What follows belongs to an exercise in optimizing a design on an open flow for small area, a short achievable clock period and few clock cycles; a production flow would make more cautious choices.
In this exercise RTL edits were held to simulation tests only and were not proved equivalent to the original.

// pred_enc
module pred_enc (
    input  wire        clk,
    input  wire        rst,
    input  wire        in_valid,
    output wire        in_ready,
    input  wire [15:0] in_r,
    input  wire [15:0] in_g,
    input  wire [15:0] in_b,
    input  wire [15:0] in_ar,
    input  wire [15:0] in_ag,
    input  wire [15:0] in_ab,
    input  wire        in_odd,
    input  wire        in_pred_en,
    input  wire        in_last,
    output wire        out_valid,
    input  wire        out_ready,
    output wire [63:0] out_data,
    output wire [15:0] out_entry,
    output wire        out_last
);
    localparam [1:0] MODE_FLAT = 2'b01;
    localparam [1:0] MODE_PRED = 2'b10;
    localparam [1:0] MODE_RAW  = 2'b11;
    localparam integer RING  = 68;          
    localparam integer TAP   = RING - 3;    
    localparam integer SW    = 84;          
    localparam integer AW    = 234;         
  ...
Size in the first run: about 7,200 flip-flops, ~240,000 um^2 of cells after synthesis.
==> flow/config.mk <==
export PLATFORM = sky130hd
export DESIGN_NAME = pred_enc
export DESIGN_NICKNAME = pred_enc
export VERILOG_FILES = /design/flow/design.v
export SDC_FILE = /design/flow/constraint.sdc
export NUM_CORES = 8
export LEC_CHECK = 0
export CAP_MARGIN = 20
export CORE_MARGIN = 2
export CORE_UTILIZATION = 60
export PLACE_DENSITY = 0.72
export SLEW_MARGIN = 20
==> flow/constraint.sdc <==
create_clock -name core_clock -period 22.0 [get_ports {clk}]
set_input_delay 4.4000 -clock core_clock [delete_from_list [all_inputs] [get_ports {clk}]]
set_output_delay 4.4000 -clock core_clock [all_outputs]
set_load 0.01 [all_outputs]
standard.sh (not shown) runs the stock make flow with config.mk's settings and CLKGATE_MAP_FILE= SYNTH_SCRIPT=/design/flow/synth_recipe.tcl, a recipe that flattens the netlist after the stock synthesis.
==> flow/flow/run.sh <==
#!/bin/bash
set -euo pipefail
here=$(pwd)
target_ns=${TARGET_NS:-5.8}
margin=$(python3 -c "print(round(${FLOW_PERIOD_NS} - ${target_ns}, 3))")
cts="-sink_clustering_enable -repair_clock_nets -sink_clustering_size 30 -sink_clustering_max_diameter 50 -dont_use_dummy_load"
echo "period ${FLOW_PERIOD_NS} ns, repair target ${target_ns} ns, SETUP_SLACK_MARGIN=${margin}, CTS_ARGS=${cts}" > flow_settings.log
bash standard.sh "SETUP_SLACK_MARGIN=${margin}" SKIP_GATE_CLONING=1 "CTS_ARGS=${cts}" \
    "PRE_DETAIL_PLACE_TCL=${here}/flow/out_flops.tcl" \
    "BUFFER_PORTS_ARGS=-buffer_cell sky130_fd_sc_hd__buf_4" finish > standard_flow.log 2>&1
==> flow/flow/out_flops.tcl <==
# Before detailed placement: move each flip-flop that drives an output
# port's buffer onto that buffer's location, so the register sits next to
# its port; detailed placement then legalizes it. No logic changes.
set block [ord::get_db_block]
set moved 0
foreach bterm [$block getBTerms] {
  if { [$bterm getIoType] != "OUTPUT" } { continue }
  set net [$bterm getNet]
  if { $net == "NULL" } { continue }
  set buf "NULL"
  foreach it [$net getITerms] { if { [$it isOutputSignal] } { set buf [$it getInst] } }
  if { $buf == "NULL" } { continue }
  set innet "NULL"
  foreach it [$buf getITerms] { if { [$it isInputSignal] } { set innet [$it getNet] } }
  if { $innet == "NULL" } { continue }
  set drv "NULL"
  foreach it [$innet getITerms] { if { [$it isOutputSignal] } { set drv [$it getInst] } }
  if { $drv == "NULL" } { continue }
  if { ![[$drv getMaster] isSequential] } { continue }
  lassign [$buf getLocation] x y
  $drv setLocation $x $y
  incr moved
}
puts "out_flops: moved $moved output flip-flops next to their port buffers"
Testbench counts at the start, summed over its fixed seeds: cycles 47,295.
==> next run, changes <==
--- a/flow/flow/run.sh
+++ b/flow/flow/run.sh
@@ -3 +2,0 @@
-here=$(pwd)
@@ -8,3 +7 @@
-bash standard.sh "SETUP_SLACK_MARGIN=${margin}" SKIP_GATE_CLONING=1 "CTS_ARGS=${cts}" \
-    "PRE_DETAIL_PLACE_TCL=${here}/flow/out_flops.tcl" \
-    "BUFFER_PORTS_ARGS=-buffer_cell sky130_fd_sc_hd__buf_4" finish > standard_flow.log 2>&1
+bash standard.sh "SETUP_SLACK_MARGIN=${margin}" SKIP_GATE_CLONING=1 "CTS_ARGS=${cts}" finish > standard_flow.log 2>&1
removed: flow/flow/out_flops.tcl
The new run completed without violations.
Via count barely changes.
Design area barely changes.
Worst setup slack degrades by 69 ps.
Die area is unchanged.
Worst hold slack gets worse by 35 ps.

==> what the ideal ports hide <==
The flow's constraints put no driver on any port. The routed layouts listed below were extracted and timed again, unchanged, in two steps. Step 1, drivers: a clkbuf_16 drives clk and a buf_2 each remaining input, both assumed. Step 2 adds t to the input delays and takes it off the output delays; t is the mean of the earliest and latest rising clock arrival at the registers after step 1. Input paths then give back, and output paths get back, about the clock's delay inside the block. Slacks: ideal / step 1 / step 2; pairs: ideal / step 1.
run | shift t [ns] | slack for setup (ns) | slew at the worst register clock pin (ns) | worst slew at a driven data input, ns | pins driven straight from the clock port
the first run | 1.076 | 16.067 / 15.961 / 15.241 | 0.11 / 0.11 | 0.43 | 1
the second run | 1.094 | 15.998 / 15.891 / 15.153 | 0.11 / 0.11 | 0.28 | 1
After both steps setup and hold are still met in every run listed. The setup slack of the second run, which loses most, moves by -0.107 ns with the drivers and by -0.845 ns with both steps.
